Background: an optimization exercise with open tools, aiming at small area. Do not read the settings as production practice. Function was checked by simulation only, so behaviour that the tests miss may differ from the original. No activity file was given, so power comes from the tool's default toggle rates.

## flow/design.v (module list and top-level ports; edited modules follow where they fit)
// module dfu_unit: 207 lines
// module dfu_add: 15 lines
// module dfu_add_cs: 11 lines
// module dfu_carry: 13 lines
// module dfu_inc: 13 lines
// module dfu_mul: 1600 lines
module dfu_unit (
    input  wire        clk,
    input  wire        rst,           
    input  wire [1:0]  mode,          
    input  wire [20:0] dec_d,         
    input  wire        sync,          
    input  wire        corr_we,
    input  wire [1:0]  corr_m,
    input  wire [15:0] corr_ofs,
    input  wire [15:0] corr_gain,
    input  wire        corr_commit,
    input  wire        in_valid,
    input  wire [11:0] in_code,
    input  wire [1:0]  in_member,
    input  wire [3:0]  in_flags,      
    output wire        o_valid,
    output wire [31:0] o_index,
    output wire [15:0] o_lo,
    output wire [15:0] o_hi,
    output wire [31:0] o_h32,
    output wire [11:0] o_p12,
    output wire [4:0]  o_flags,       
    output reg  [31:0] sat_count
);
  // ...
==> flow/run.sh <==
#!/bin/bash
# synth_recipe.tcl (not shown) runs the flow's synth.tcl, then flattens the netlist and writes it again
# the make line also repeats each setting of config.mk as NAME=value (left out here)
make -C /OpenROAD-flow-scripts/flow DESIGN_CONFIG=/design/flow/config.mk WORK_HOME=/design/flow/orfs CLKGATE_MAP_FILE= SYNTH_SCRIPT=/design/flow/synth_recipe.tcl finish
==> flow/config.mk <==
export PLATFORM = sky130hd
export DESIGN_NAME = dfu_unit
export DESIGN_NICKNAME = dfu_unit
export VERILOG_FILES = /design/flow/design.v
export SDC_FILE = /design/flow/constraint.sdc
export NUM_CORES = 4
export LEC_CHECK = 0
export CAP_MARGIN = 20
export CORE_MARGIN = 2
export CORE_UTILIZATION = 65
export CTS_BUF_LIST = sky130_fd_sc_hd__clkbuf_4
export PLACE_DENSITY = 0.75
export SLEW_MARGIN = 20
==> flow/constraint.sdc <==
create_clock -name core_clock -period 14.0 [get_ports {clk}]
set_input_delay 2.8000 -clock core_clock [delete_from_list [all_inputs] [get_ports {clk}]]
set_output_delay 2.8000 -clock core_clock [all_outputs]
set_load 0.01 [all_outputs]
==> out/results.txt, run 1 <==
result of the run - finished clean
ant diodes - 2
Post-synth EDFFs - 229
post-DR vias/cell - 5.59
Seq. pwr - 0.00167 W
switching share of power - 0.370
initial antenna violation count - 2
leading register cell type out of synthesis - edfxtp_1
Synth Area in Compound Gates - 0.0559
Final Slew Violations - 0
largest net degree at the start of global routing - 74
Worst Tran Pin Value - 982 ps
drc violations - 0
Main power group - combinational logic
CP Data Arrival Time - 10840 ps
Initial Utilization - 0.658
share of cell area taken by muxes after synthesis - 0.0566
P_comb - 0.00192 W
dominant cells by area after synthesis - edfxtp_1 24%, fa_1 20%, dfxtp_1 15%
crit path capture - o_p12[9]
Overflow after GRT - 0
Critical Path RT - 11200 ps
Max-Cap Viols - 0
Fmax - 0.0733 GHz
TAP cells - 585
minimum clock period - 13640 ps
VDD IR max - 151 uV
count of flip-flops and latches - 442
CP max stage cell - clkdlybuf4s50_1
met3 Usage GRT - 0.0622
Yosys cell types - 74
TritonCTS Buffers - 107
met2 WL - 33.5 mm
initial DRC count - 1339
Root Buffer - clkbuf_4
Worst-Skew Late Latency - 890 ps
CTS tree - built
Setup crit end kind - primary output
==> run 2: changes to the inputs <==
--- a/flow/config.mk
+++ b/flow/config.mk
@@ -9,5 +9,4 @@
 export CORE_MARGIN = 2
-export CORE_UTILIZATION = 65
-export CTS_BUF_LIST = sky130_fd_sc_hd__clkbuf_4
-export PLACE_DENSITY = 0.75
+export CORE_UTILIZATION = 40
+export PLACE_DENSITY = 0.6
 export SLEW_MARGIN = 20
==> out/results.txt, run 2 <==
Port Buffers - 226
Worst Tran Pin Value - 1020 ps (+43.0 ps)
H-tree levels - 2
Worst-Skew Late Latency - 600 ps (-290 ps)
layout cells sized above 1 - 0.107
Fmax - 0.0737 GHz (+0.58%)
number of global-route vias before repair - 20500
clock transition at the registers of the reported paths - 60 ps
via count - 19000
fin cells - 3751
initial antenna violation count - 3 (+1)
die height - 270 um
reg2reg path depth - 43
CP Data Arrival Time - 10760 ps (-80 ps)
total track usage - 0.196
worst hold endpoint - q_flags[3]
clock buffer depth - 3
Setup crit start kind - input pin
most common cell in the netlist - inv_1
Setup TNS - 0 ps
fillcell total - 6278
Final Slew Violations - 0 (unchanged)
Post-Synthesis Cells - 2504
Final Util - 0.481
CTS tree - built
leading register cell type out of synthesis - edfxtp_1
commonest non-fill, non-tap cells in the layout - 306 x inv_1, 287 x fa_1, 285 x nand2_1, 229 x edfxtp_1, 227 x and2_1
clock skew - 34.7 ps
Worst R2R End - q_y[1]
Hold Buf Count CTS - 0
WS Path Type - in2out
cell area after synthesis - 28300 um^2
VDD IR max - 127 uV (-16%)
Initial Utilization - 0.404 (-0.254)
top cell type's share of synthesized area - 0.243
Max-Cap Viols - 0 (unchanged)
TritonCTS Buffers - 47 (-56%)
Crit Reg-Reg Startpoint - p_m[0]
period utilization - 0.969
Rel. slew slack - 0.317
Pwr Total - 0.00477 W
worst reg-to-reg setup slack - 780 ps
initial DRC count - 1256 (-6.2%)
result of the run - finished clean
Seq/Total Area, Yosys - 0.394
slowest stage delay, CP - 560 ps
Root Buffer - clkbuf_16
Critical Path RT - 11200 ps (about the same)
drc violations - 0 (unchanged)
Setup violations, final - 0
Mean Syn Cell Area - 11.3 um^2
final hold vios - 0
drt total wl - 70.4 mm
Async S/R FF share, synth - 0
TritonRoute pass-1 iters - 6
Pleak - 14.4 nW
first-pass GRT wire length - 114 mm
hold_sp - p_flags[3]
Setup crit end kind - primary output
Final nets - 3301
most common library cell in the layout ignoring fill and taps - inv_1
area of the die - 72800 um^2
CP max stage cell - or4b_1
Final ANT Viol Nets - 0
core box area - 70000 um^2
top-level I/O count - 227
multi-input logic area - 15500 um^2
dominant cells by area after synthesis - edfxtp_1 24%, fa_1 20%, dfxtp_1 15%
Critical Path Most Common Cell - ha_1
Overflow after GRT - 0 (unchanged)
Crit Path Max Fanout - 7
HPWL Detailed - 52.1 mm
Post-synth EDFFs - 229 (unchanged)
worst hold path type - reg2reg
dominant cell type by area after synthesis - edfxtp_1
post-placement worst setup slack - 40.0 ps
flops & latches, synth - 442
Hold Path Depth - 0
Yosys cell types - 74 (unchanged)
post-DR vias/cell - 5.08 (-9.1%)
area delta synth->final - 19.1%
Post-synth top cells - 306 x inv_1, 287 x fa_1, 285 x nand2_1
Setup WS post-layout - 439 ps
Placed Cells incl. Taps - 3661
Reg area - 11100 um^2
Synth warnings - 5
total clock sinks - 442
largest net degree at the start of global routing - 74 (unchanged)
Final GP Congestion - 0.906
# rows - 97
pwr/cell area - 142 nW/um^2
Die X - 270 um
minimum clock period - 13560 ps (-79.2 ps)
syn nets - 3034
detailed-route wire length per cell - 18.8 um
## run 2: cell count changes in the layout (fill, tap and decap cells not counted), moves of 3 or more
cell       before  now
clkbuf_1        0   15
clkbuf_16       0   49
clkbuf_4      171    0
clkbuf_8        0    8
clkinv_1       24    5
clkinv_2        2    9
o31ai_1         1    4
o31ai_4         3    0
## run 2: worst max-delay path by stage
stage               cells past startpoint  slack (ps)   endpoint    start
floorplan                              41         970  o_p12[11]  mode[0]
global placement                       41          90  o_p12[11]  mode[0]
detailed placement                     41          40  o_p12[11]  mode[0]
CTS                                    40          70  o_p12[10]  mode[0]
global route                           38         -20  o_p12[11]  mode[1]
finish                                 38         440  o_p12[11]  mode[0]
## run 2: power breakdown
| group | switching, W | total (W) | internal, W |
|---|---|---|---|
| clock network | 0.000514 | 0.00123 | 0.000712 |
| registers | 0.000135 | 0.00167 | 0.00153 |
| logic | 0.00105 | 0.00188 | 0.000824 |
| total | 0.00170 | 0.00477 | 0.00307 |
## run 2: metal layers
metal  vias up  GRT usage  routed length [um]
li1       8780          -                   -
met1      9621      0.250               30300
met2       499      0.341               34700
met3       140     0.0325                3430
met4         6     0.0575                1900
met5         -          0                  38
## run 2: stage by stage
| stage | area [um^2] | hold WS (ps) |
|---|---|---|
| detailed placement | 32100 | 313 |
| finish | 33700 | 326 |
| floorplan | 28300 | 310 |
| global route | 33700 | 346 |
| CTS | 33600 | 327 |
| global placement | 32100 | 312 |
## run 2: kinds of logic (layout without fill, tap and decap cells)
family / count (synthesis) / count (layout) / synth area share
AOI/OAI and AO/OA: 243 / 243 / 0.0559
xor gates and xnor gates: 65 / 65 / 0.0201
adders and majority gates: 454 / 454 / 0.277
buffers and inverters: 424 / 730 / 0.0577
DFF: 442 / 442 / 0.394
muxes: 112 / 112 / 0.0566
other: 0 / 1 / 0
and+or+nand+nor: 764 / 764 / 0.139
## run 2: what timing repair did
action,4_1_cts,5_1_grt
pin swaps,0,1
setup buffers,0,1
hold endpoints to repair,0,0
resized for setup,1,14
setup endpoints to repair,1,6
## run 2: worst max-delay path, delay by kind of cell
kind            cells  cell delay [ps]
compound gates      5             1040
xor+xnor            1              150
fa+ha+maj          25             4810
buf+inv             3              770
mux                 1              320
simple gates        3              840
## run 2: cell type report
type                    count  share of cell area
diodes                      1           0.0000743
multi-input cells        1638               0.462
clock buffers              72              0.0414
inverters                 309              0.0344
well taps                 940              0.0349
clock inverters            16             0.00505
flip-flops and latches    442               0.331
repair buffers            333              0.0917
==> run 3: changes to the inputs <==
==> flow/flow/run.sh (new file) <==
#!/bin/bash
# Layout flow: the standard ORFS flow (standard synthesis, floorplan, power grid,
# tap cells, placement, CTS, routing), with the port buffers that global placement
# inserts on every input and output made the smallest buffer cell, buf_1.
set -euo pipefail
export BUFFER_PORTS_ARGS="-buffer_cell sky130_fd_sc_hd__buf_1"
bash standard.sh finish > standard_flow.log 2>&1
==> flow/standard.sh (new file) <==
#!/bin/bash
# synth_recipe.tcl (not shown) runs the flow's synth.tcl, then flattens the netlist and writes it again
# the make line also repeats each setting of config.mk as NAME=value (left out here)
make -C /OpenROAD-flow-scripts/flow DESIGN_CONFIG=/design/flow/config.mk WORK_HOME=/design/flow/orfs CLKGATE_MAP_FILE= SYNTH_SCRIPT=/design/flow/synth_recipe.tcl "${@:-finish}"
removed: flow/run.sh
==> out/results.txt, run 3 <==
CP max stage cell - or4_1
area delta synth->final - 13.0%
Final ANT Viol Nets - 0 (unchanged)
Post-synth top cells - 306 x inv_1, 287 x fa_1, 285 x nand2_1
period utilization - 0.964 (-0.00496)
Overflow after GRT - 0 (unchanged)
# rows - 97 (unchanged)
commonest non-fill, non-tap cells in the layout - 306 x inv_1, 287 x fa_1, 285 x nand2_1, 229 x edfxtp_1, 227 x and2_1
Setup crit start kind - input pin
Pleak - 13.5 nW (-5.7%)
Mean Syn Cell Area - 11.3 um^2 (unchanged)
Initial Utilization - 0.404 (unchanged)
top-level I/O count - 227 (unchanged)
RSZ-0062 raised after global routing - false
dominant cell type by area after synthesis - edfxtp_1
Async S/R FF share, synth - 0 (unchanged)
Final GP Congestion - 0.916 (+1.1%)
minimum clock period - 13490 ps (-69.4 ps)
WS Path Type - in2out
TritonRoute pass-1 iters - 5 (-1)
TritonCTS Buffers - 49 (+4.3%)
Final nets - 3253 (-1.5%)
drc violations - 0 (unchanged)
H-tree levels - 2 (unchanged)
via count - 18900 (-0.93%)
result of the run - finished clean
Seq/Total Area, Yosys - 0.394 (unchanged)
Setup crit end kind - primary output
Port Buffers - 226 (unchanged)
first-pass GRT wire length - 112 mm (-1.6%)
initial antenna violation count - 6 (+3)
core box area - 70000 um^2 (unchanged)
Critical Path Source - dec_d[6]
area of the die - 72800 um^2 (unchanged)
syn nets - 3034 (unchanged)
detailed-route wire length per cell - 18.6 um (-1.1%)
Setup TNS - 0 ps (unchanged)
pwr/cell area - 150 nW/um^2 (+6.2%)
slowest stage delay, CP - 610 ps (+50 ps)
top cell type's share of synthesized area - 0.243 (unchanged)
worst reg-to-reg setup slack - 830 ps (+50 ps)
Post-Synthesis Cells - 2504 (unchanged)
most common library cell in the layout ignoring fill and taps - inv_1
Worst-Skew Late Latency - 600 ps (about the same)
Synth warnings - 5 (unchanged)
WL met1 - 28.6 mm (-5.6%)
Die X - 270 um (unchanged)
clock skew - 24.8 ps (-9.91 ps)
Critical Path Most Common Cell - ha_1
Yosys cell types - 74 (unchanged)
Rel. slew slack - 0.281 (-0.0362)
Critical Path RT - 11200 ps (about the same)
met2 WL - 34.1 mm (-1.7%)
Crit Reg-Reg Startpoint - p_m[1]
Fmax - 0.0741 GHz (+0.51%)
worst hold path type - reg2reg
buffer count from post-CTS setup fixing - 0 (unchanged)
top sig layer - met5
crit path capture - o_p12[11]
final hold vios - 0 (unchanged)
post-DR vias/cell - 5.10 (+0.35%)
initial DRC count - 1006 (-20%)
drt total wl - 68.8 mm (-2.3%)
VDD IR max - 125 uV (-1.9%)
flops & latches, synth - 442 (unchanged)
cell area after synthesis - 28300 um^2 (unchanged)
Setup violations, final - 0 (unchanged)
leading register cell type out of synthesis - edfxtp_1
Final Slew Violations - 0 (unchanged)
total track usage - 0.192 (-0.00394)
most common cell in the netlist - inv_1
clock buffer depth - 3 (unchanged)
Max-Cap Viols - 0 (unchanged)
layout cells sized above 1 - 0.0894 (-0.0173)
total clock sinks - 442 (unchanged)
CP Data Arrival Time - 10690 ps (-70 ps)
dominant cells by area after synthesis - edfxtp_1 24%, fa_1 20%, dfxtp_1 15%
Post-synth EDFFs - 229 (unchanged)
CTS tree - built
die height - 270 um (unchanged)
Worst Tran Pin Value - 1080 ps (+54.3 ps)
Root Buffer - clkbuf_16
WHS - 325 ps (-0.878 ps)
number of global-route vias before repair - 20600 (+0.27%)
met3 wire len - 3.71 mm (+8.3%)
clock transition at the registers of the reported paths - 60 ps (about the same)
largest net degree at the start of global routing - 74 (unchanged)
Crit Path Max Fanout - 5 (-2)
Worst R2R End - q_y[14]
HPWL Detailed - 50.2 mm (-3.5%)
reg2reg path depth - 45 (+4.7%)
Final Util - 0.456 (-0.0247)
-- run 3: cell types whose count changed in the layout (fill, tap and decap cells not counted), sizes merged, moves of 4 or more --
cell,change
clkdlybuf4s50,-221
buf,+174
clkbuf,-6
clkinv,-5
inv,+5
bufinv,+4
-- run 3: worst min path at each step --
stage | start | end | cells past startpoint | slack [ps]
after global placement | p_flags[0] | q_flags[0] | 0 | 310
after global routing | p_flags[3] | q_flags[3] | 0 | 340
final | p_flags[3] | q_flags[3] | 0 | 330
after detailed placement | p_flags[3] | q_flags[3] | 0 | 320
after CTS | p_flags[3] | q_flags[3] | 0 | 330
after floorplan | p_flags[0] | q_flags[0] | 0 | 310
-- run 3: logic make-up (layout without fill, tap and decap cells) --
| family | Yosys count | count (layout) | share of synthesized area |
|---|---|---|---|
| other | 0 | 1 | 0 |
| muxes | 112 | 112 | 0.0566 |
| DFF | 442 | 442 | 0.394 |
| buffers and inverters | 424 | 682 | 0.0577 |
| xor gates and xnor gates | 65 | 65 | 0.0201 |
| AOI/OAI and AO/OA | 243 | 243 | 0.0559 |
| and+or+nand+nor | 764 | 764 | 0.139 |
| adders and majority gates | 454 | 454 | 0.277 |
-- run 3: area by class of cell --
cell class              count  area (um^2)
clock inverters            23          330
flip-flops and latches    442        11100
diodes                      1         2.50
fillers                  6488        38100
multi-input cells        1638        15500
inverters                 309         1160
repair buffers            283         1280
well taps                 940         1180
clock buffers              67         1330
-- run 3: power breakdown --
part	switching, W	total (W)	internal [W]
Sequential	0.000156	0.00169	0.00153
Clock	0.000539	0.00131	0.000767
Combinational	0.00104	0.00181	0.000770
-- run 3: metal layers --
metal | up-vias | global-route usage
li1 | 8672 | -
met1 | 9508 | 0.240
met2 | 545 | 0.335
met4 | 8 | 0.0681
met3 | 135 | 0.0322
met5 | - | 0
-- run 3: worst max-delay path: cells and delay by family --
family | cells | cell delay (ps)
buffers and inverters | 2 | 290
multiplexers | 2 | 800
AO/OA/AOI/OAI | 2 | 250
adder cells (fa/ha/maj) | 25 | 4900
AND/OR/NAND/NOR | 6 | 1480
XOR/XNOR | 1 | 140
-- run 3: through the flow --
| stage | total power, W | std cells | worst slack, ps | area (um^2) |
|---|---|---|---|---|
| 6_report | 0.00481 | 3703 | 508 | 31900 |
| 4_1_cts | 0.00487 | 3702 | 331 | 31900 |
| 2_1_floorplan | 0.00302 | 2504 | 972 | 28300 |
| 3_5_place_dp | 0.00355 | 3612 | 397 | 30300 |
| 3_3_place_gp | 0.00349 | 3612 | 522 | 30300 |
| 5_1_grt | 0.00524 | 3703 | 43.2 | 31900 |
-- run 3: timing repair --
item / in CTS / in global routing
endpoints found under the setup margin: 0 / 3
resized for setup: 0 / 5
hold buffers: 0 / 0
==> run 4: changes to the inputs <==
--- a/flow/config.mk
+++ b/flow/config.mk
@@ -10,2 +10,4 @@
 export CORE_UTILIZATION = 40
+export CTS_CLUSTER_DIAMETER = 60
+export CTS_CLUSTER_SIZE = 40
 export PLACE_DENSITY = 0.6
==> out/results.txt, run 4 <==
result of the run - finished clean
detailed-route wire length per cell - 18.6 um (+0.25%)
clock buffer depth - 3 (unchanged)
Port Buffers - 226 (unchanged)
largest net degree at the start of global routing - 74 (unchanged)
Clk network pwr share - 0.239 (-0.033)
Final Slew Violations - 0 (unchanged)
Die X - 270 um (unchanged)
Net Sw Power - 0.00174 W (+0.38%)
P_int - 0.00285 W (-7.2%)
RSZ-0062 raised after global routing - false
TritonRoute pass-1 iters - 7 (+2)
most common cell in the netlist - inv_1
Synth warnings - 5 (unchanged)
Flop pwr share - 0.368 (+0.016)
top-level I/O count - 227 (unchanged)
top cell type's share of synthesized area - 0.243 (unchanged)
Worst path top cell family by delay - adder cells
Post-Synthesis Cells - 2504 (unchanged)
VDD IR max - 126 uV (+0.71%)
Overflow after GRT - 0 (unchanged)
# rows - 97 (unchanged)
number of global-route vias before repair - 20500 (-0.57%)
cell area after synthesis - 28300 um^2 (unchanged)
clock transition at the registers of the reported paths - 80 ps (+20 ps)
Worst Path Buf+Inv - 2 (unchanged)
area delta synth->final - 11.7%
initial antenna violation count - 6 (unchanged)
WS Path Type - in2out
TritonCTS Buffers - 37 (-24%)
Yosys cell types - 74 (unchanged)
final hold vios - 0 (unchanged)
Final nets - 3241 (-0.37%)
Post-synth EDFFs - 229 (unchanged)
period utilization - 0.963 (about the same)
buffer count from post-CTS setup fixing - 0 (unchanged)
Final GP Congestion - 0.916 (unchanged)
leading register cell type out of synthesis - edfxtp_1
Seq/Total Area, Yosys - 0.394 (unchanged)
Setup TNS - 0 ps (unchanged)
HPWL Detailed - 50.2 mm (unchanged)
Max-Cap Viols - 0 (unchanged)
dominant cells by area after synthesis - edfxtp_1 24%, fa_1 20%, dfxtp_1 15%
via count - 18800 (-0.23%)
Post-Layout Inst Area - 31600 um^2 (-1.1%)
Post-synth top cells - 306 x inv_1, 287 x fa_1, 285 x nand2_1
area of the die - 72800 um^2 (unchanged)
pwr/cell area - 145 nW/um^2 (-3.3%)
Worst Tran Pin Value - 1040 ps (-36.3 ps)
drc violations - 0 (unchanged)
worst hold path type - reg2reg
die height - 270 um (unchanged)
initial DRC count - 980 (-2.6%)
minimum clock period - 13480 ps (-11.5 ps)
Critical Path RT - 11200 ps (about the same)
Comb pwr share - 0.394 (+0.018)
Initial Utilization - 0.404 (unchanged)
core box area - 70000 um^2 (unchanged)
Crit Path Max Fanout - 5 (unchanged)
CP max stage cell - or4_1
Worst-Skew Late Latency - 590 ps (about the same)
slowest stage delay, CP - 610 ps (about the same)
Final ANT Viol Nets - 0 (unchanged)
Fmax - 0.0742 GHz (about the same)
WHS - 339 ps (+13.4 ps)
Setup crit end kind - primary output
switching share of power - 0.379 (+0.0182)
ant diodes - 0 (-1)
dominant cell type by area after synthesis - edfxtp_1
worst reg-to-reg setup slack - 690 ps (-140 ps)
Rel. slew slack - 0.305 (+0.0242)
flops & latches, synth - 442 (unchanged)
total clock sinks - 442 (unchanged)
Mean Syn Cell Area - 11.3 um^2 (unchanged)
layout cells sized above 1 - 0.0876 (-0.00180)
Async S/R FF share, synth - 0 (unchanged)
clock skew - 47.8 ps (+22.9 ps)
Placed Area - 30300 um^2 (unchanged)
total track usage - 0.191 (-0.000486)
H-tree levels - 2 (unchanged)
Setup crit start kind - input pin
Setup violations, final - 0 (unchanged)
most common library cell in the layout ignoring fill and taps - inv_1
post-DR vias/cell - 5.12 (+0.42%)
drt total wl - 68.5 mm (-0.40%)
commonest non-fill, non-tap cells in the layout - 306 x inv_1, 287 x fa_1, 285 x nand2_1, 229 x edfxtp_1, 227 x and2_1
Root Buffer - clkbuf_16
fillcell total - 6492 (+0.062%)
Hold Buf Count CTS - 0 (unchanged)
Pleak - 13.4 nW (-1.2%)
CP Data Arrival Time - 10680 ps (about the same)
Critical Path Most Common Cell - ha_1
CTS tree - built
first-pass GRT wire length - 111 mm (-0.37%)
syn nets - 3034 (unchanged)
-- run 4: cell counts after synthesis --
Identical to the previous run, type by type.
-- run 4: stage by stage --
stage | util | worst slack (ps) | cells | total power, W
final | 0.451 | 520 | 3679 | 0.00459
after global routing | 0.451 | 5.03 | 3679 | 0.00503
after CTS | 0.451 | 331 | 3679 | 0.00466
after detailed placement | 0.432 | 397 | 3612 | 0.00355
after global placement | 0.432 | 522 | 3612 | 0.00349
after floorplan | - | 972 | 2504 | 0.00302
-- run 4: logic make-up after synthesis --
| kind of cell | count (synthesis) | synth area share |
|---|---|---|
| multiplexers | 112 | 0.0566 |
| buffers and inverters | 424 | 0.0577 |
| flip-flops | 442 | 0.394 |
| AND/OR/NAND/NOR | 764 | 0.139 |
| XOR/XNOR | 65 | 0.0201 |
| adder cells (fa/ha/maj) | 454 | 0.277 |
| AO/OA/AOI/OAI | 243 | 0.0559 |
-- run 4: layer usage --
metal  up-vias  track usage  wire length, um  share of wire
li1       8647            -                -              -
met1      9517        0.237            28300           0.41
met2       509        0.333            34100           0.50
met3       141       0.0366             3750          0.055
met4        10       0.0665             2250          0.033
met5         -            0               64        0.00093
-- run 4: final cells by class --
cell class                 count  area (um^2)  share of cell area
clock inverter                26          348              0.0110
clock buffer                  41          951              0.0301
inverter                     309         1160              0.0367
sequential                   442        11100               0.353
tap                          940         1180              0.0372
multi-input combinational   1638        15500               0.492
timing repair buffer         283         1280              0.0405
-- run 4: worst reg2reg max path: cells and delay by family, from the launching register on --
family | cells | cell delay, ps
adders and majority gates | 31 | 10410
DFF | 1 | 710
muxes | 1 | 590
buffers and inverters | 8 | 520
AOI/OAI and AO/OA | 2 | 510
and+or+nand+nor | 2 | 390
-- run 4: timing repair --
action | 4_1_cts | 5_1_grt
resized for setup | 0 | 4
setup endpoints to repair | 0 | 2
hold endpoints to repair | 0 | 0
-- run 4: path summary, 6_finish.rpt --
| check | startpoint | to | cells after the start |
|---|---|---|---|
| max reg2reg | p_m[0] | q_y[13] | 44 |
| max | dec_d[6] | o_p12[11] | 38 |
| min | p_flags[0] | q_flags[0] | 0 |
| min reg2reg | p_flags[0] | q_flags[0] | 0 |
-- run 4: power by group through the flow --
| stage | Clock, W | Sequential, W | Combinational [W] |
|---|---|---|---|
| after detailed placement | 0 | 0.00172 | 0.00183 |
| after floorplan | 0 | 0.00164 | 0.00139 |
| after global placement | 0 | 0.00171 | 0.00178 |
| after global routing | 0.00118 | 0.00170 | 0.00214 |
| after CTS | 0.00113 | 0.00169 | 0.00184 |
| final | 0.00110 | 0.00169 | 0.00181 |
==> run 5: changes to the inputs <==
--- a/flow/config.mk
+++ b/flow/config.mk
@@ -7,2 +7,3 @@
 export LEC_CHECK = 0
+export ABC_AREA = 1
 export CAP_MARGIN = 20
@@ -10,4 +11,4 @@
 export CORE_UTILIZATION = 40
-export CTS_CLUSTER_DIAMETER = 60
-export CTS_CLUSTER_SIZE = 40
+export CTS_CLUSTER_DIAMETER = 80
+export CTS_CLUSTER_SIZE = 30
 export PLACE_DENSITY = 0.6
==> out/results.txt, run 5 <==
result of the run - finished clean
top-level I/O count - 227 (unchanged)
final hold vios - 0 (unchanged)
slowest stage delay, CP - 330 ps (-280 ps)
CP max stage cell - ha_2
area of the die - 71500 um^2 (-1.8%)
WHS - 331 ps (-8.32 ps)
core box area - 68700 um^2 (-1.9%)
most common library cell in the layout ignoring fill and taps - inv_1
number of global-route vias before repair - 19700 (-3.8%)
Worst Path Buf+Inv - 6 (+4)
Critical Path RT - 11200 ps (about the same)
minimum clock period - 13330 ps (-146 ps)
Final GP Congestion - 0.912 (-0.48%)
clock buffer depth - 3 (unchanged)
largest net degree at the start of global routing - 67 (-9.5%)
flops & latches, synth - 442 (unchanged)
Root Buffer - clkbuf_16
leading register cell type out of synthesis - edfxtp_1
worst hold path type - reg2reg
Crit Path Max Fanout - 38 (+33)
Mean Syn Cell Area - 9.51 um^2 (-16%)
layout cells sized above 1 - 0.0406 (-0.0470)
RSZ-0062 raised after global routing - false
Setup crit start kind - input pin
clock transition at the registers of the reported paths - 100 ps (+20 ps)
Post-synth top cells - 534 x inv_1, 501 x nand2_1, 394 x nor2_1
Worst path top cell family by delay - adder cells
CTS tree - built
most common cell in the netlist - inv_1
Worst-Skew Late Latency - 590 ps (about the same)
initial antenna violation count - 2 (-4)
Fmax - 0.0750 GHz (+1.1%)
Final Slew Violations - 0 (unchanged)
Synth warnings - 5 (unchanged)
commonest non-fill, non-tap cells in the layout - 533 x inv_1, 501 x nand2_1, 391 x nor2_1, 287 x fa_1, 229 x edfxtp_1
dominant cell type by area after synthesis - edfxtp_1
Setup crit end kind - primary output
TritonRoute pass-1 iters - 5 (-2)
total clock sinks - 442 (unchanged)
# rows - 96 (-1.0%)
Post-synth EDFFs - 229 (unchanged)
drt total wl - 68.6 mm (+0.19%)
met3 Usage GRT - 0.0337 (-0.00288)
WS Path Type - in2out
clock skew - 36.0 ps (-11.8 ps)
Die X - 267 um (-0.90%)
Setup TNS - 0 ps (unchanged)
total track usage - 0.194 (+0.00220)
pwr/cell area - 176 nW/um^2 (+21%)
met2 GRT Util - 0.321 (-0.0119)
initial DRC count - 1400 (+43%)
HPWL Detailed - 51.6 mm (+2.7%)
Worst Tran Pin Value - 1050 ps (+9.09 ps)
buffer count from post-CTS setup fixing - 0 (unchanged)
Port Buffers - 226 (unchanged)
ant diodes - 0 (unchanged)
first-pass GRT wire length - 108 mm (-2.8%)
Max-Cap Viols - 0 (unchanged)
Overflow after GRT - 0 (unchanged)
Seq/Total Area, Yosys - 0.401 (+0.00732)
Final nets - 3639 (+12%)
dominant cells by area after synthesis - edfxtp_1 25%, fa_1 21%, dfxtp_1 15%
top cell type's share of synthesized area - 0.248 (+0.00452)
Critical Path Most Common Cell - ha_1
period utilization - 0.952 (-0.0104)
Rel. slew slack - 0.297 (-0.00776)
detailed-route wire length per cell - 16.9 um (-9.2%)
Async S/R FF share, synth - 0 (unchanged)
VDD IR max - 162 uV (+29%)
die height - 267 um (-0.90%)
met1 Usage GRT - 0.262 (+0.0251)
area delta synth->final - 10.3%
Final ANT Viol Nets - 0 (unchanged)
via count - 19700 (+4.7%)
Post-Synthesis Cells - 2920 (+17%)
post-DR vias/cell - 4.86 (-5.1%)
drc violations - 0 (unchanged)
cell area after synthesis - 27800 um^2 (-1.8%)
Initial Utilization - 0.404 (about the same)
syn nets - 3450 (+14%)
Yosys cell types - 56 (-24%)
GR peak layer - met2
TritonCTS Buffers - 25 (-32%)
Setup violations, final - 0 (unchanged)
H-tree levels - 1 (-1)
CP Data Arrival Time - 10530 ps (-150 ps)
Pleak - 13.8 nW (+3.2%)
run 5: timing repair:
item | 4_1_cts | 5_1_grt
endpoints found under the setup margin | 0 | 1
hold buffers | 0 | 0
gates resized for setup | 0 | 1
run 5: worst paths after layout:
path	slack [ps]	to	start	cells past startpoint
setup / recovery	670	o_p12[11]	mode[1]	44
hold / removal	330	q_flags[2]	p_flags[2]	0
setup reg to reg	860	q_y[2]	p_m[1]	48
hold reg to reg	330	q_flags[2]	p_flags[2]	0
run 5: final cells by class:
cell class | instances | area [um^2]
Fill cell | 6723 | 38100
Sequential cell | 442 | 11100
Inverter | 552 | 2070
Tap cell | 931 | 1160
Clock inverter | 17 | 264
Multi-Input combinational cell | 1817 | 14100
Clock buffer | 29 | 641
Timing Repair Buffer | 271 | 1240
run 5: report_power, final:
group	leakage (nW)	internal (W)	switching (W)
Clock	0.433	0.000371	0.000493
Combinational	9.42	0.00114	0.00168
Sequential	3.95	0.00155	0.000146
run 5: cell families after synthesis:
logic type / count (synthesis) / share of synthesized area
mux: 9 / 0.00325
xor+xnor: 48 / 0.0154
buf+inv: 661 / 0.0917
simple gates: 978 / 0.138
flops: 442 / 0.401
fa+ha+maj: 449 / 0.280
compound gates: 333 / 0.0700
run 5: worst reg2reg max path, delay by kind of cell (launching register included):
family,cells,cell delay [ps]
AO/OA/AOI/OAI,1,230
adder cells (fa/ha/maj),29,9970
buffers and inverters,11,1340
flip-flops,1,370
AND/OR/NAND/NOR,7,1130
run 5: metal layers:
layer	up-vias	routed length, um
li1	9480	-
met1	9512	30300
met2	620	32000
met3	96	4660
met4	2	1670
met5	-	13
run 5: per-stage QoR:
| step | instances | total power, W | util | worst slack (ps) | area, um^2 |
|---|---|---|---|---|---|
| finish | 4059 | 0.00538 | 0.446 | 665 | 30600 |
| global route | 4059 | 0.00606 | 0.446 | 51.5 | 30600 |
| CTS | 4056 | 0.00549 | 0.445 | 462 | 30600 |
| detailed placement | 4010 | 0.00460 | 0.432 | 483 | 29600 |
| global placement | 4010 | 0.00454 | 0.432 | 608 | 29600 |
| floorplan | 2920 | 0.00382 | - | 1310 | 27800 |
==> run 6: changes to the inputs <==
--- a/flow/config.mk
+++ b/flow/config.mk
@@ -7,3 +7,2 @@
 export LEC_CHECK = 0
-export ABC_AREA = 1
 export CAP_MARGIN = 20
==> out/results.txt, run 6 <==
result of the run - finished clean
Post-Layout Inst Area - 31100 um^2 (+1.7%)
Clk network pwr share - 0.190 (+0.029)
Critical Path RT - 11200 ps (about the same)
fillcell total - 6539 (-2.7%)
Seq/Total Area, Yosys - 0.394 (-0.00732)
Post-synth EDFFs - 229 (unchanged)
# rows - 97 (+1.0%)
Final nets - 3228 (-11%)
Final GP Congestion - 0.916 (+0.48%)
area of the die - 72800 um^2 (+1.8%)
clock transition at the registers of the reported paths - 90 ps (about the same)
multi-input logic area - 15500 um^2 (+10%)
CP max stage cell - or4_1
top-level I/O count - 227 (unchanged)
Reg area - 11100 um^2 (about the same)
dominant cells by area after synthesis - edfxtp_1 24%, fa_1 20%, dfxtp_1 15%
Initial Utilization - 0.404 (about the same)
post-DR vias/cell - 5.12 (+5.4%)
Final Slew Violations - 0 (unchanged)
leading register cell type out of synthesis - edfxtp_1
largest net degree at the start of global routing - 74 (+10%)
Mean Syn Cell Area - 11.3 um^2 (+19%)
Max-Cap Viols - 0 (unchanged)
Overflow after GRT - 0 (unchanged)
Setup TNS - 0 ps (unchanged)
via count - 18700 (-5.0%)
ant diodes - 0 (unchanged)
H-tree levels - 1 (unchanged)
drt total wl - 67.6 mm (-1.5%)
Setup violations, final - 0 (unchanged)
clock skew - 51.5 ps (+15.5 ps)
CP Data Arrival Time - 10690 ps (+160 ps)
Comb pwr share - 0.419 (-0.106)
Rel. slew slack - 0.310 (+0.0130)
Post-Synthesis Cells - 2504 (-14%)
period utilization - 0.964 (+0.0113)
buffer count from post-CTS setup fixing - 0 (unchanged)
Port Buffers - 226 (unchanged)
Worst-Skew Late Latency - 600 ps (about the same)
detailed-route wire length per cell - 18.5 um (+9.3%)
total clock sinks - 442 (unchanged)
Die X - 270 um (+0.91%)
Setup crit end kind - primary output
Worst Tran Pin Value - 1030 ps (-17.0 ps)
dominant cell type by area after synthesis - edfxtp_1
TritonRoute pass-1 iters - 8 (+3)
first-pass GRT wire length - 110 mm (+1.7%)
die height - 270 um (+0.91%)
TritonCTS Buffers - 24 (-4.0%)
pwr/cell area - 138 nW/um^2 (-21%)
Placed Area - 30300 um^2 (+2.1%)
Root Buffer - clkbuf_16
layout cells sized above 1 - 0.0792 (+0.0386)
Post-synth top cells - 306 x inv_1, 287 x fa_1, 285 x nand2_1
WS Path Type - in2out
CTS tree - built
core box area - 70000 um^2 (+1.9%)
syn nets - 3034 (-12%)
number of global-route vias before repair - 20300 (+3.0%)
Setup WS post-layout - 507 ps (-158 ps)
Crit Path Max Fanout - 5 (-87%)
Setup crit start kind - input pin
Critical Path Most Common Cell - ha_1
Pleak - 13.2 nW (-4.7%)
post-placement worst setup slack - 397 ps (-86.0 ps)
flops & latches, synth - 442 (unchanged)
clock buffer depth - 3 (unchanged)
Pwr Total - 0.00431 W (-20%)
Synth warnings - 5 (unchanged)
drc violations - 0 (unchanged)
top cell type's share of synthesized area - 0.243 (-0.00452)
switching share of power - 0.385 (-0.0464)
area delta synth->final - 10.2%
Net Sw Power - 0.00166 W (-29%)
Fmax - 0.0741 GHz (-1.2%)
Async S/R FF share, synth - 0 (unchanged)
total track usage - 0.188 (-0.00559)
worst hold path type - reg2reg
commonest non-fill, non-tap cells in the layout - 307 x inv_1, 287 x fa_1, 285 x nand2_1, 229 x edfxtp_1, 227 x and2_1
HPWL Detailed - 50.2 mm (-2.6%)
P_int - 0.00265 W (-13%)
most common library cell in the layout ignoring fill and taps - inv_1
initial DRC count - 960 (-31%)
most common cell in the netlist - inv_1
WHS - 337 ps (+6.76 ps)
final hold vios - 0 (unchanged)
RSZ-0062 raised after global routing - false
Resized cells post-CTS - 0 (unchanged)
initial antenna violation count - 6 (+4)
Final ANT Viol Nets - 0 (unchanged)
Flop pwr share - 0.391 (+0.076)
slowest stage delay, CP - 610 ps (+280 ps)
cell area after synthesis - 28300 um^2 (+1.9%)
Yosys cell types - 74 (+32%)
Hold Buf Count CTS - 0 (unchanged)
minimum clock period - 13490 ps (+158 ps)
VDD IR max - 140 uV (-14%)
[run 6: logic make-up (layout without fill, tap and decap cells)]
family / Yosys count / count (layout) / share of synthesized area
AND/OR/NAND/NOR: 764 / 764 / 0.139
adder cells (fa/ha/maj): 454 / 454 / 0.277
flip-flops: 442 / 442 / 0.394
buffers and inverters: 424 / 636 / 0.0577
AO/OA/AOI/OAI: 243 / 243 / 0.0559
multiplexers: 112 / 112 / 0.0566
XOR/XNOR: 65 / 65 / 0.0201
[run 6: power groups by stage]
| stage | registers (W) | clock network [W] | logic [W] |
|---|---|---|---|
| 6_report | 0.00169 | 0.000817 | 0.00181 |
| 4_1_cts | 0.00169 | 0.000847 | 0.00184 |
| 3_5_place_dp | 0.00172 | 0 | 0.00183 |
| 2_1_floorplan | 0.00164 | 0 | 0.00139 |
| 3_3_place_gp | 0.00171 | 0 | 0.00178 |
| 5_1_grt | 0.00170 | 0.000896 | 0.00214 |
[run 6: per-stage QoR]
step | utilization | std cells
floorplan | - | 2504
global placement | 0.432 | 3612
finish | 0.445 | 3656
global route | 0.445 | 3656
detailed placement | 0.432 | 3612
CTS | 0.444 | 3656
[run 6: critical path, delay by kind of cell]
| kind | cells | cell delay, ps |
|---|---|---|
| xor+xnor | 1 | 140 |
| mux | 2 | 800 |
| buf+inv | 2 | 290 |
| fa+ha+maj | 25 | 4920 |
| compound gates | 2 | 250 |
| simple gates | 6 | 1500 |
[run 6: area by class of cell]
type	count	share of cell area
Tap cell	940	0.0378
Timing Repair Buffer	283	0.0411
Multi-Input combinational cell	1638	0.499
Sequential cell	442	0.358
Inverter	309	0.0372
Clock inverter	15	0.00755
Clock buffer	29	0.0199
[run 6: routing by layer]
layer	share of wire	track usage
met1	0.42	0.237
met2	0.50	0.330
met3	0.050	0.0278
met4	0.033	0.0626
met5	0.00093	0
[run 6: final timing paths]
check | slack, ps | startpoint | cells past startpoint | to
worst min-delay path | 340 | p_flags[3] | 0 | q_flags[3]
worst max-delay path | 510 | dec_d[6] | 38 | o_p12[11]
worst min register to register | 340 | p_flags[3] | 0 | q_flags[3]
worst max register to register | 840 | p_m[1] | 45 | q_y[13]
==> run 7: changes to the inputs <==
==> flow/flow/run.sh (replaced) <==
#!/bin/bash
# Layout flow: the standard ORFS flow, with two changes that leave the design's
# function and registers as the standard synthesis makes them:
#  - after the standard synthesis, flow/polar.py moves inverters out of the netlist
#    (full adders taken in complemented form, gates swapped for complemented twins);
#  - the buffers that global placement puts on every input and output port are the
#    smallest buffer cell, buf_1.
# Each step's output goes to a log file of its own in this folder.
set -euo pipefail
export BUFFER_PORTS_ARGS="-buffer_cell sky130_fd_sc_hd__buf_1"
R=orfs/results/sky130hd/dfu_unit/base
bash standard.sh synth > flow_synth.log 2>&1
cp "$R/1_2_yosys.v" synth_standard.v
python3 flow/polar.py synth_standard.v "$R/1_2_yosys.v" > flow_polar.log 2>&1
rm -f "$R/1_synth.odb" "$R/1_synth.sdc"
bash standard.sh finish > flow_layout.log 2>&1
==> flow/flow/polar.py (new file) <==
#!/usr/bin/env python3
"""Choose signal polarities in a mapped sky130 netlist to save inverters.

Two identities let the polarity of a signal move without changing what the
netlist computes:
  - a full adder of complemented inputs gives complemented outputs:
    FA(~a, ~b, ~c) = (~sum, ~cout);
  - some gates have a complemented twin (and2/nand2, or2/nor2, xor2/xnor2, ...).
The pass removes the inverters between logic cells (not those on ports), then
picks for every full adder whether it works on complemented signals and for
every gate with a twin which of the two it is, minimising the area of the
inverters that must then be put back plus the area of the twins chosen; a net
whose loads need both polarities gets one inverter. Registers and every other
cell stay as they are.

usage: polar.py IN.v OUT.v
"""
import math
import random
import re
import sys
from collections import defaultdict

INV_RE = re.compile(r"^sky130_fd_sc_hd__(inv|clkinv)_\d+$")
FA_RE = re.compile(r"^sky130_fd_sc_hd__(fa|maj3)_\d+$")
INST_RE = re.compile(r"^(\s*)(sky130_fd_sc_hd__\w+)\s+(\S+)\s*\((.*?)\);\s*$", re.S)
PIN_RE = re.compile(r"\.(\w+)\(([^()]*)\)")
OUT_PINS = {"X", "Y", "Q", "Q_N", "SUM", "COUT", "HI", "LO"}
INV_AREA = 3.7536
# complemented twins (same pins, output X <-> Y), with areas
TWINS = {
    "and2_1": ("nand2_1", 6.2560, 3.7536),
    "or2_1": ("nor2_1", 6.2560, 3.7536),
    "xor2_1": ("xnor2_1", 8.7584, 8.7584),
    "and3_1": ("nand3_1", 6.2560, 5.0048),
    "or3_1": ("nor3_1", 6.2560, 5.0048),
}
TWIN_OF = {}
for a, (b, aa, ab) in TWINS.items():
    TWIN_OF["sky130_fd_sc_hd__" + a] = ("sky130_fd_sc_hd__" + b, aa, ab)
    TWIN_OF["sky130_fd_sc_hd__" + b] = ("sky130_fd_sc_hd__" + a, ab, aa)


def out_pin(typ):
    return "X" if typ.split("__")[1].startswith(("and", "or", "xor", "buf")) and not typ.split("__")[1].startswith(("nand", "nor", "xnor")) else "Y"


def main(src, dst, seed=1):
    text = open(src).read()
    m = re.search(r"^module\s+(\S+)\s*\((.*?)\);", text, re.S | re.M)
    end = text.index("endmodule", m.end())
    body = text[m.end():end]
    stmts = [s + ";" for s in body.split(";")]
    tail = stmts.pop()[:-1]

    ports = set()
    decls = []
    insts = {}
    order = []
    for s in stmts:
        mi = INST_RE.match(s)
        if mi:
            typ, name = mi.group(2), mi.group(3)
            insts[name] = [typ, {p: n.strip() for p, n in PIN_RE.findall(mi.group(4))}]
            order.append(name)
            continue
        st = s.strip()
        if st.startswith("assign"):
            raise SystemExit("assign statements not handled")
        md = re.match(r"^(input|output|inout)\s+(\[\d+:\d+\]\s*)?(\S+);$", st)
        if md:
            rng, nm = md.group(2), md.group(3)
            if rng:
                hi, lo = map(int, re.findall(r"\d+", rng))
                for b in range(min(hi, lo), max(hi, lo) + 1):
                    ports.add(f"{nm}[{b}]")
            else:
                ports.add(nm)
        decls.append(s)

    driver = {}
    loads = defaultdict(list)
    for name, (typ, pins) in insts.items():
        for p, n in pins.items():
            if p in OUT_PINS:
                driver[n] = (name, p)
            else:
                loads[n].append((name, p))

    # removable inverters: logic to logic, no port on either side
    removable = set()
    for name, (typ, pins) in insts.items():
        if INV_RE.match(typ) and pins["A"] not in ports and pins["Y"] not in ports \
                and pins["A"] in driver:
            removable.add(name)

    # roots: nets driven by a non-removable cell (or input ports)
    # for each root, the load pins reached through removable inverters with parity
    root_loads = {}   # root net -> list of (inst, pin, parity)

    def collect(net, par, acc, depth=0):
        for (li, lp) in loads.get(net, []):
            if li in removable:
                collect(insts[li][1]["Y"], par ^ 1, acc, depth + 1)
            else:
                acc.append((li, lp, par))

    all_nets = set(driver) | set(loads)
    for n in all_nets:
        d = driver.get(n)
        if d is None or d[0] not in removable:
            acc = []
            collect(n, 0, acc)
            if acc or n in ports:
                root_loads[n] = acc

    # variables: flippable cells (full adders and twin gates) whose outputs are not ports
    var_of = {}
    variables = []
    for name, (typ, pins) in insts.items():
        if FA_RE.match(typ) or typ in TWIN_OF:
            outs = [n for p, n in pins.items() if p in OUT_PINS]
            if any(o in ports for o in outs):
                continue
            var_of[name] = len(variables)
            variables.append(name)
    nv = len(variables)
    x = [0] * nv

    # root dependencies: root polarity toggles with its driver's variable;
    # a load pin's required polarity toggles with the load's variable if it is an FA
    # (a twin gate's inputs do not change polarity)
    roots = list(root_loads)
    root_drv_var = []
    root_items = []   # list of (parity, var or -1, fixed_needs_true)
    for r in roots:
        d = driver.get(r)
        dv = var_of.get(d[0], -1) if d else -1
        root_drv_var.append(dv)
        items = []
        for (li, lp, par) in root_loads[r]:
            lv = var_of.get(li, -1) if FA_RE.match(insts[li][0]) else -1
            items.append((par, lv))
        root_items.append(items)
    roots_of_var = defaultdict(set)
    for ri, r in enumerate(roots):
        if root_drv_var[ri] >= 0:
            roots_of_var[root_drv_var[ri]].add(ri)
        for (par, lv) in root_items[ri]:
            if lv >= 0:
                roots_of_var[lv].add(ri)

    def root_cost(ri):
        dv = root_drv_var[ri]
        base = x[dv] if dv >= 0 else 0
        need = False
        for (par, lv) in root_items[ri]:
            if par ^ base ^ (x[lv] if lv >= 0 else 0):
                need = True
                break
        return INV_AREA if need else 0.0

    def var_cost(v):
        typ = insts[variables[v]][0]
        if typ in TWIN_OF:
            _, a_self, a_twin = TWIN_OF[typ]
            return a_twin if x[v] else a_self
        return 0.0

    def total():
        return sum(root_cost(ri) for ri in range(len(roots))) + sum(var_cost(v) for v in range(nv))

    def delta(v):
        rs = roots_of_var[v]
        before = sum(root_cost(ri) for ri in rs) + var_cost(v)
        x[v] ^= 1
        after = sum(root_cost(ri) for ri in rs) + var_cost(v)
        x[v] ^= 1
        return after - before

    rng = random.Random(seed)
    cur = total()
    start = cur
    best = cur
    best_x = x[:]
    # greedy descent, then simulated annealing
    T0, T1 = 4.0, 0.05
    steps = 600 * max(1, nv)
    for k in range(steps):
        T = T0 * (T1 / T0) ** (k / steps)
        v = rng.randrange(nv)
        d = delta(v)
        if d <= 0 or rng.random() < math.exp(-d / T):
            x[v] ^= 1
            cur += d
            if cur < best - 1e-9:
                best = cur
                best_x = x[:]
    x[:] = best_x
    improved = True
    while improved:
        improved = False
        for v in range(nv):
            if delta(v) < -1e-9:
                x[v] ^= 1
                improved = True
    best = total()

    # rebuild: drop removable inverters, apply twins and flips, add one inverter per
    # root whose loads need the complement
    n_inv0 = sum(1 for t, _ in insts.values() if INV_RE.match(t))
    for name in removable:
        del insts[name]
    for v, name in enumerate(variables):
        if x[v] and insts[name][0] in TWIN_OF:
            typ, pins = insts[name]
            twin = TWIN_OF[typ][0]
            op, np_ = out_pin(typ), out_pin(twin)
            pins = {(np_ if p == op else p): n for p, n in pins.items()}
            insts[name] = [twin, pins]
    new_wires = []
    k = 0
    for ri, r in enumerate(roots):
        dv = root_drv_var[ri]
        base = x[dv] if dv >= 0 else 0
        inv_net = None
        for (li, lp, par) in root_loads[r]:
            lv = var_of.get(li, -1) if FA_RE.match(insts[li][0]) else -1
            want = par ^ base ^ (x[lv] if lv >= 0 else 0)
            if want:
                if inv_net is None:
                    k += 1
                    inv_net = f"_polar_n{k}_"
                    new_wires.append(inv_net)
                    iname = f"_polar_i{k}_"
                    insts[iname] = ["sky130_fd_sc_hd__inv_1", {"A": r, "Y": inv_net}]
                    order.append(iname)
                insts[li][1][lp] = inv_net
            else:
                insts[li][1][lp] = r
    n_inv1 = sum(1 for t, _ in insts.values() if INV_RE.match(t))

    out = [text[:m.end()]]
    out.extend(decls)
    for w in new_wires:
        out.append(f"\n  wire {w};")
    for name in order:
        if name not in insts:
            continue
        typ, pins = insts[name]
        conn = ",\n".join(f"    .{p}({n}{' ' if n.startswith(chr(92)) else ''})" for p, n in pins.items())
        out.append(f"\n  {typ} {name} (\n{conn}\n  );")
    out.append(tail)
    out.append("\n" + text[end:])
    open(dst, "w").write("".join(out))
    print(f"polar: {nv} cells free, cost {start:.1f} -> {best:.1f} um2, inverters {n_inv0} -> {n_inv1}")


if __name__ == "__main__":
    main(sys.argv[1], sys.argv[2])
==> out/results.txt, run 7 <==
fillcell total - 6241 (-4.6%)
met1 Usage GRT - 0.249 (+0.0126)
die height - 264 um (-2.0%)
worst hold path type - reg2reg
drt total wl - 66.2 mm (-2.0%)
RSZ-0062 raised after global routing - false
WS Path Type - in2out
clock buffer depth - 3 (unchanged)
post-DR vias/cell - 5.27 (+3.0%)
Final Slew Violations - 0 (unchanged)
commonest non-fill, non-tap cells in the layout - 440 x nand2_1, 286 x fa_1, 229 x edfxtp_1, 223 x buf_1, 210 x dfxtp_1
TritonRoute pass-1 iters - 5 (-3)
fin cells - 3398 (-7.1%)
Mean Syn Cell Area - 11.8 um^2 (+4.4%)
hold_sp - p_flags[3]
HPWL Detailed - 49.2 mm (-2.1%)
Critical Path Source - mode[0]
Worst-Skew Late Latency - 590 ps (about the same)
Setup TNS - 0 ps (unchanged)
Setup crit end kind - primary output
# rows - 95 (-2.1%)
Post-Synthesis Cells - 2301 (-8.1%)
final hold vios - 0 (unchanged)
Port Buffers - 226 (unchanged)
core box area - 67200 um^2 (-4.1%)
largest net degree at the start of global routing - 74 (unchanged)
pwr/cell area - 147 nW/um^2 (+6.6%)
H-tree levels - 1 (unchanged)
CP Data Arrival Time - 10740 ps (+50 ps)
layout cells sized above 1 - 0.0931 (+0.0139)
Final GP Congestion - 0.897 (-2.1%)
Max-Cap Viols - 0 (unchanged)
number of global-route vias before repair - 19400 (-4.4%)
detailed-route wire length per cell - 19.5 um (+5.4%)
Root Buffer - clkbuf_16
most common library cell in the layout ignoring fill and taps - nand2_1
Rel. slew slack - 0.349 (+0.0394)
met2 GRT Util - 0.335 (+0.00450)
drc violations - 0 (unchanged)
Crit Reg-Reg Startpoint - p_m[0]
Worst Tran Pin Value - 973 ps (-62.1 ps)
period utilization - 0.967 (+0.00331)
Final nets - 3037 (-5.9%)
Hold Buf Count CTS - 0 (unchanged)
cell area after synthesis - 27100 um^2 (-4.1%)
result of the run - finished clean
Fmax - 0.0739 GHz (-0.34%)
Setup violations, final - 0 (unchanged)
Crit Path Max Fanout - 12 (+7)
area of the die - 69900 um^2 (-4.0%)
syn nets - 2831 (-6.7%)
Initial Utilization - 0.404 (about the same)
Die X - 264 um (-2.0%)
total clock sinks - 442 (unchanged)
initial antenna violation count - 4 (-2)
clock transition at the registers of the reported paths - 90 ps (about the same)
Critical Path Most Common Cell - ha_1
Placed Cells incl. Taps - 3352 (-7.2%)
Setup crit start kind - input pin
VDD IR max - 132 uV (-5.7%)
Overflow after GRT - 0 (unchanged)
first-pass GRT wire length - 107 mm (-2.9%)
CP max stage cell - or4b_4
Final ANT Viol Nets - 0 (unchanged)
TritonCTS Buffers - 25 (+4.2%)
met3 Usage GRT - 0.0262 (-0.00163)
slowest stage delay, CP - 520 ps (-90 ps)
Pleak - 11.1 nW (-16%)
initial DRC count - 1469 (+53%)
Synth warnings - 5 (unchanged)
CTS tree - built
GR peak layer - met2
via count - 17900 (-4.2%)
top-level I/O count - 227 (unchanged)
area delta synth->final - 11.1%
total track usage - 0.192 (+0.00388)
minimum clock period - 13540 ps (+46.3 ps)
clock skew - 30.1 ps (-21.4 ps)
ant diodes - 0 (unchanged)
Critical Path RT - 11200 ps (about the same)
==> run 7: routing by layer <==
metal  share of wire  wire length [um]
met5         0.00066                44
met4           0.027              1820
met3           0.053              3490
met2            0.50             32800
met1            0.42             28100
==> run 7: cell type report <==
cell class              count  area [um^2]  share of cell area
well taps                 873         1090              0.0362
multi-input cells        1638        15200               0.503
repair buffers            294         1370              0.0453
inverters                 106          398              0.0132
clock buffers              31          691              0.0229
clock inverters            14          287             0.00950
flip-flops and latches    442        11100               0.370
==> run 7: stage by stage <==
| stage | hold slack [ps] | util | area, um^2 | power, W | setup slack (ps) |
|---|---|---|---|---|---|
| 6_report | 337 | 0.449 | 30100 | 0.00445 | 461 |
| 5_1_grt | 342 | 0.449 | 30100 | 0.00487 | 2.43 |
| 4_1_cts | 339 | 0.448 | 30100 | 0.00449 | 176 |
| 3_5_place_dp | 315 | 0.433 | 29100 | 0.00358 | 181 |
| 3_3_place_gp | 311 | 0.433 | 29100 | 0.00351 | 290 |
| 2_1_floorplan | 310 | - | 27100 | 0.00304 | 424 |
==> run 7: worst max-delay path: cells and delay by family <==
family / cells / cell delay [ps]
fa+ha+maj: 24 / 4780
buf+inv: 3 / 530
mux: 3 / 890
xor+xnor: 1 / 140
simple gates: 4 / 1100
compound gates: 2 / 500
==> run 7: where the power goes <==
part	switching, W	total, W	internal [W]
combinational	0.00107	0.00187	0.000803
clock	0.000497	0.000906	0.000409
sequential	0.000134	0.00167	0.00153
==> run 7: final timing paths <==
path / end / slack [ps] / cells after the start
worst min-delay path: q_flags[3] / 340 / 0
worst min register to register: q_flags[3] / 340 / 0
worst max-delay path: o_p12[11] / 460 / 37
worst max register to register: q_y[12] / 570 / 43
==> run 7: what timing repair did <==
item                                    in CTS  in global routing
endpoints found under the hold margin        0                  0
gates resized for setup                      0                 14
setup buffers                                0                  1
endpoints found under the setup margin       0                 18

## separate check: timing with driven ports
The results above use ideal ports. As a check the final layouts listed here were re-extracted and re-timed, cells and wires unchanged.
Step 1: set_driving_cell puts a clkbuf_16 on clk and a buf_2 on each other input, an assumption about the parent block.
Step 2, shift: input delay + t, output delay - t, t = (earliest + latest rising clock arrival at the registers) / 2. This alone moves slack from input paths to output paths.
Three values: ideal ports, drivers, drivers and shift; two values: the first two.
run	t (ns)	setup slack, ns	worst hold slack (ns)	clock arrival spread, ns
run 1	0.910	0.359 / 0.334 / 0.334	0.334 / 0.334 / 0.334	0.064 / 0.064
run 2	0.643	0.439 / 0.414 / 0.414	0.326 / 0.326 / 0.326	0.035 / 0.035
run 3	0.652	0.508 / 0.487 / 0.487	0.325 / 0.325 / 0.325	0.027 / 0.026
run 4	0.631	0.520 / 0.499 / 0.499	0.339 / 0.339 / 0.339	0.048 / 0.048
run 5	0.639	0.665 / 0.644 / 0.644	0.331 / 0.331 / 0.331	0.040 / 0.041
run 6	0.635	0.507 / 0.486 / 0.486	0.337 / 0.337 / 0.337	0.060 / 0.061
run 7	0.643	0.461 / 0.436 / 0.436	0.337 / 0.337 / 0.337	0.037 / 0.037
After both steps setup and hold are still met in every run listed.
